What follows belongs to an exercise in optimizing a design on an open flow for small area; a production flow would make more cautious choices. Only simulation tests tie the RTL to the original design; equivalence was not proved. Power is estimated from default activity; no workload was simulated.

// hb_decim
module hb_decim (
    input  wire        clk,
    input  wire        rst,
    input  wire        in_valid,
    input  wire [31:0] in_data,
    output wire        t2_valid,
    output wire [31:0] t2_data,
    output wire        t3_valid,
    output wire [31:0] t3_data,
    output wire        t4_valid,
    output wire [31:0] t4_data,
    output wire        t5_valid,
    output wire [31:0] t5_data
);
    function integer m_of(input integer s);
        m_of = (s == 0) ? 5 : (s == 1) ? 7 : (s == 2) ? 11 : 19;
    endfunction
    function signed [22:0] coef(input [1:0] s, input [3:0] k);
        begin
            coef = 23'sd0;
            case (s)
                2'd0: case (k)
                    4'd0: coef =  23'sd2338087;
                    4'd1: coef = -23'sd241832;
                    4'd2: coef =  23'sd2887;
                    default: coef = 23'sd0;
                   endcase
                2'd1: case (k)
                    4'd0: coef =  23'sd2447711;
                    4'd1: coef = -23'sd393584;
                    4'd2: coef =  23'sd43147;
                    4'd3: coef = -23'sd349;
                    default: coef = 23'sd0;
                   endcase
                2'd2: case (k)
                    4'd0: coef =  23'sd2554595;
                    4'd1: coef = -23'sd593787;
                    4'd2: coef =  23'sd166659;
                    4'd3: coef = -23'sd33685;
                    4'd4: coef =  23'sd3382;
                    4'd5: coef = -23'sd28;
                    default: coef = 23'sd0;
                   endcase
                default: case (k)
                    4'd0: coef =  23'sd2639330;
                    4'd1: coef = -23'sd801240;
                    4'd2: coef =  23'sd397538;
                    4'd3: coef = -23'sd211800;
                    4'd4: coef =  23'sd109571;
                    4'd5: coef = -23'sd52170;
                    4'd6: coef =  23'sd21749;
                    4'd7: coef = -23'sd7383;
                    4'd8: coef =  23'sd1745;
                    4'd9: coef = -23'sd141;
                    default: coef = 23'sd0;
                   endcase
            endcase
        end
    endfunction
  ...
For scale: ~6400 cells after synthesis, about 170 I/O pins, roughly 77000 sq um of cells after synthesis.
Settings: LEC_CHECK=0, CAP_MARGIN=20, CORE_MARGIN=2, CORE_UTILIZATION=40, CTS_CLUSTER_DIAMETER=80, CTS_CLUSTER_SIZE=30, PLACE_DENSITY=0.6, SLEW_MARGIN=20; clock period 25.0 ns.
run.sh (not shown) runs the stock make flow with config.mk's settings and CLKGATE_MAP_FILE= SYNTH_SCRIPT=/design/flow/synth_recipe.tcl, a recipe that flattens the netlist after the stock synthesis.
Rerun with:
--- a/flow/design.v
+++ b/flow/design.v
@@ -107,40 +107,43 @@
     wire  [3:0] in_even;     
     wire [4:0] m_s   = m_of(stg);
     wire       rlast = (kk == m_s - 1);
     wire       t_end = busy && (xp ? hi : (rlast && hi && pre));
     wire       p_end = busy && !pre && xp && hi;       
     genvar s;
     generate
         for (s = 0; s < 4; s = s + 1) begin : g_st
             localparam integer M = (s == 0) ? 5 : (s == 1) ? 7 : (s == 2) ? 11 : 19;
             localparam integer K = (M + 1) / 2;
-            reg [5:0] cnt;    
-            reg [4:0] ea;     
-            reg [3:0] oa;     
-            wire [5:0] cnt_n = (cnt == 2*M + 2) ? 2*M + 1 : cnt + 1'b1;
+            localparam integer CW = (s == 0) ? 4 : (s == 3) ? 6 : 5;
+            localparam integer EW = (s < 2) ? 3 : (s == 2) ? 4 : 5;
+            localparam integer OW = (s < 2) ? 2 : (s == 2) ? 3 : 4;
+            reg [CW-1:0] cnt;    
+            reg [EW-1:0] ea;     
+            reg [OW-1:0] oa;     
+            wire [CW-1:0] cnt_n = (cnt == 2*M + 2) ? 2*M + 1 : cnt + 1'b1;
             assign in_s[s]    = (s == 0) ? in_valid : (p_end && stg == s - 1);
             assign in_even[s] = in_s[s] && !cnt_n[0];
             assign cnt_v[s]   = cnt;
             assign ea_v[s]    = ea;
             if (s < 3) begin : g_wr
                 assign e_wr[s]  = busy && (stg == s) && hi && !xp && (ea == M - 1) && !wdone;
                 assign e_wr2[s] = 1'b0;
             end else begin : g_wr4
                 assign e_wr[s]  = epend && (ea == M - 1);
                 assign e_wr2[s] = epend && (ea == 8);
             end
             assign o_wr[s]  = pend[s] && (oa == K - 1);
             assign o_old[s] = (oa == K - 1);
             always @(posedge clk) begin
                 if (rst) begin
-                    cnt <= 6'd0;
+                    cnt <= 0;
                     ea  <= M - 1;
                     oa  <= K - 1;
                 end else begin
                     if (in_s[s]) cnt <= cnt_n;
                     if (!e_wr[s] && !e_wr2[s]) ea <= (ea == 0) ? M - 1 : ea - 1'b1;
                     if (!o_wr[s]) oa <= (oa == 0) ? K - 1 : oa - 1'b1;
                 end
             end
             hb_stage #(.W(32), .L(M), .P(s == 3 ? 10 : 0)) u_e (
                 .clk(clk), .wr(e_wr[s]), .wr2(e_wr2[s]), .din(x), .head(e_head[s]));
=> Wire length came out lower by 4.3%. Global-route usage went down by 0.66 points. Clock-buffer cell count drops by 7. Utilization decreases by 0.19 points. Fmax shrinks by 0.46%. Cell count goes down by 2.9%. Die area goes down by 0.94%. Setup slack degrades by 87 ps. Synthesized cell count is lower by 3.8%. Power falls by 5.0%. Design area decreases by 1.5%. Synthesized area falls by 0.95%. Sequential share of layout area increases by 0.49 points.

========
RTL: one of the versions met above, not the one the previous note started from.
For scale: roughly 6,100 cells after synthesis, ~2,300 flip-flops, roughly 170 I/O pins, about 77,000 um2 of cells after synthesis.
clock: 25.0 ns
lec_check: 0
cap_margin: 20
core_margin: 2
core_utilization: 40
cts_cluster_diameter: 80
cts_cluster_size: 30
place_density: 0.6
slew_margin: 20
standard.sh (not shown) runs the stock make flow with config.mk's settings and CLKGATE_MAP_FILE= SYNTH_SCRIPT=/design/flow/synth_recipe.tcl, a recipe that flattens the netlist after the stock synthesis.
==> flow/flow/run.sh <==
#!/bin/bash
# Own flow: the standard layout (standard.sh, unchanged synthesis, floorplan,
# placement, routing), with two settings passed to ORFS's own scripts:
#  - port buffers use the smallest buffer cell (buffer_ports -buffer_cell);
#  - clock tree synthesis clusters up to 30 sinks within 80 um and inserts no
#    dummy loads.
# The full output of the ORFS run goes to standard.log in the work folder;
# ORFS's per-step logs stay under orfs/logs/.
set -euo pipefail
export BUFFER_PORTS_ARGS="-buffer_cell sky130_fd_sc_hd__buf_1"
export CTS_ARGS="-sink_clustering_enable -repair_clock_nets -sink_clustering_size 30 -sink_clustering_max_diameter 80 -dont_use_dummy_load"
bash standard.sh > standard.log 2>&1
Rerun with:
--- a/flow/design.v
+++ b/flow/design.v
@@ -109,15 +109,15 @@
     wire       rlast = (kk == m_s - 1);
     wire       t_end = busy && (xp ? hi : (rlast && hi && pre));
     wire       p_end = busy && !pre && xp && hi;       
     genvar s;
     generate
         for (s = 0; s < 4; s = s + 1) begin : g_st
             localparam integer M = (s == 0) ? 5 : (s == 1) ? 7 : (s == 2) ? 11 : 19;
-            localparam integer K = (M + 1) / 2;
+            localparam integer K = (s == 3) ? (M - 1) / 2 : (M + 1) / 2;
             localparam integer CW = (s == 0) ? 4 : (s == 3) ? 6 : 5;
             localparam integer EW = (s < 2) ? 3 : (s == 2) ? 4 : 5;
             localparam integer OW = (s < 2) ? 2 : (s == 2) ? 3 : 4;
             reg [CW-1:0] cnt;    
             reg [EW-1:0] ea;     
             reg [OW-1:0] oa;     
             wire [CW-1:0] cnt_n = (cnt == 2*M + 2) ? 2*M + 1 : cnt + 1'b1;
@@ -148,25 +148,25 @@
             hb_stage #(.W(32), .L(M), .P(s == 3 ? 10 : 0)) u_e (
                 .clk(clk), .wr(e_wr[s]), .wr2(e_wr2[s]), .din(x), .head(e_head[s]));
             hb_stage #(.W(32), .L(K), .P(0)) u_o (
                 .clk(clk), .wr(o_wr[s]), .wr2(1'b0), .din(x), .head(o_head[s]));
         end
     endgenerate
     wire  [4:0] ea_s  = ea_v[stg];
-    wire  [5:0] cnt_s = cnt_v[stg] + pre;           
+    wire  [5:0] cnt_s = cnt_v[stg] + {pre, 1'b0};    
     wire  [4:0] pa    = wdone ? ea_s : ea_s + 1'b1;  
     wire        e_ok  = (cnt_s >= 2 * pa + 1);
     wire        c_ok  = (cnt_s >= m_s + 1);
     wire signed [31:0] opnd = !busy ? 32'sd0 : xp ? x : e_ok ? e_head[stg] : 32'sd0;
     wire  [4:0] t     = xp ? m_s : (m_s > 2 * pa ? m_s - 2 * pa : 2 * pa - m_s);
     wire signed [22:0] c  = coef(stg, t[4:1]);
     wire signed [11:0] ch = hi ? c[22:11] : {1'b0, c[10:0]};
     wire signed [43:0] prod = opnd * ch;
     wire [55:0] term  = hi ? {{1{prod[43]}}, prod, 11'd0} : {{12{prod[43]}}, prod};
-    wire        ctr   = busy && !xp && !hi && (kk < (m_s + 1) / 2) && o_old[stg] && c_ok;
+    wire        ctr   = busy && !xp && !hi && (kk < (pre ? (m_s - 1) / 2 : (m_s + 1) / 2)) && o_old[stg] && c_ok;
     wire [55:0] cterm = ctr ? {{2{o_head[stg][31]}}, o_head[stg], 22'd0} : 56'd0;
     wire [55:0] acc_in   = !first ? acc : (xp ? p4 : 56'd4194304);
     wire [55:0] acc_next = acc_in + term + cterm;
     function [31:0] sat(input [32:0] v);
         sat = (v[32] != v[31]) ? {v[32], {31{~v[32]}}} : v[31:0];
     endfunction
     always @(posedge clk) begin
@@ -181,22 +181,21 @@
             hi     <= 1'b0;
             first  <= 1'b0;
             kk     <= 5'd0;
             wdone  <= 1'b0;
             tv     <= 4'd0;
             pend   <= 4'd0;
             epend  <= 1'b0;
-            prereq <= 1'b0;
+            prereq <= 1'b1;
         end else begin
             tv    <= 4'd0;
             first <= 1'b0;
             pend  <= (pend & ~o_wr) | (in_s & ~in_even);
             wdone <= wdone | (|e_wr[2:0]);
             if (e_wr[3] || e_wr2[3]) epend <= 1'b0;
-            if (in_s[3] && !in_even[3]) prereq <= 1'b1;
             if (in_s[0])
                 x <= in_data;
             if (busy) begin
                 if (xp) begin
                     hi <= 1'b1;
                 end else if (rlast) begin
                     kk <= 5'd0;
@@ -220,16 +219,19 @@
                 pre   <= 1'b0;
                 first <= 1'b1;
                 kk    <= 5'd0;
                 hi    <= 1'b0;
                 wdone <= 1'b0;
                 xp    <= in_even[3];
                 stg   <= in_even[0] ? 2'd0 : in_even[1] ? 2'd1 : in_even[2] ? 2'd2 : 2'd3;
-                if (in_even[3]) epend <= 1'b1;
-            end else if (!busy && prereq && !pend[3]) begin
+                if (in_even[3]) begin
+                    epend  <= 1'b1;
+                    prereq <= 1'b1;
+                end
+            end else if (!busy && prereq && !epend) begin
                 busy   <= 1'b1;
                 pre    <= 1'b1;
                 first  <= 1'b1;
                 kk     <= 5'd0;
                 hi     <= 1'b0;
                 wdone  <= 1'b0;
                 xp     <= 1'b0;
What happened: The new run completed with no timing, DRC or antenna violations; cell count shrinks slightly; core utilization is about the same; sequential share of layout area barely changes; global-route usage decreases by 0.58 points; clock-buffer cell count goes down by 2; via count fell slightly; routed wire length fell by a few percent; register-to-register slack improved by 1.5 ns; die area fell slightly; maximum frequency went up by a little under a tenth; synthesized cell count is about the same.

static timing again, ports no longer ideal:
How much do the figures lean on ideal ports? The routed layouts below were timed once more, with nothing changed but the port constraints.
Step 1 (the two cells are an assumption about what drives the block):
set clk [get_ports {clk}]
set_driving_cell -lib_cell sky130_fd_sc_hd__clkbuf_16 $clk
set_driving_cell -lib_cell sky130_fd_sc_hd__buf_2 [delete_from_list [all_inputs] $clk]
Step 2, shift: input delay + t, output delay - t, t = (earliest + latest rising clock arrival at the registers) / 2. This alone moves slack from input paths to output paths.
Three values: ideal ports, drivers, drivers and shift; two values: the first two.
| run | t, ns | slack for setup (ns) | worst hold slack (ns) | worst data-port slew with drivers (ns) |
|---|---|---|---|---|
| the first run of note 1 | 0.863 | 6.031 / 6.031 / 6.031 | 0.290 / 0.290 / 0.290 | 0.10 |
| the second run of note 1 | 0.849 | 5.944 / 5.944 / 5.944 | 0.301 / 0.301 / 0.301 | 0.06 |
| the first run of note 2 | 0.806 | 5.331 / 5.331 / 5.331 | 0.233 / 0.233 / 0.233 | 0.04 |
| the second run of note 2 | 0.790 | 6.810 / 6.810 / 6.810 | 0.233 / 0.233 / 0.233 | 0.10 |
After both steps every run listed still meets setup and hold.
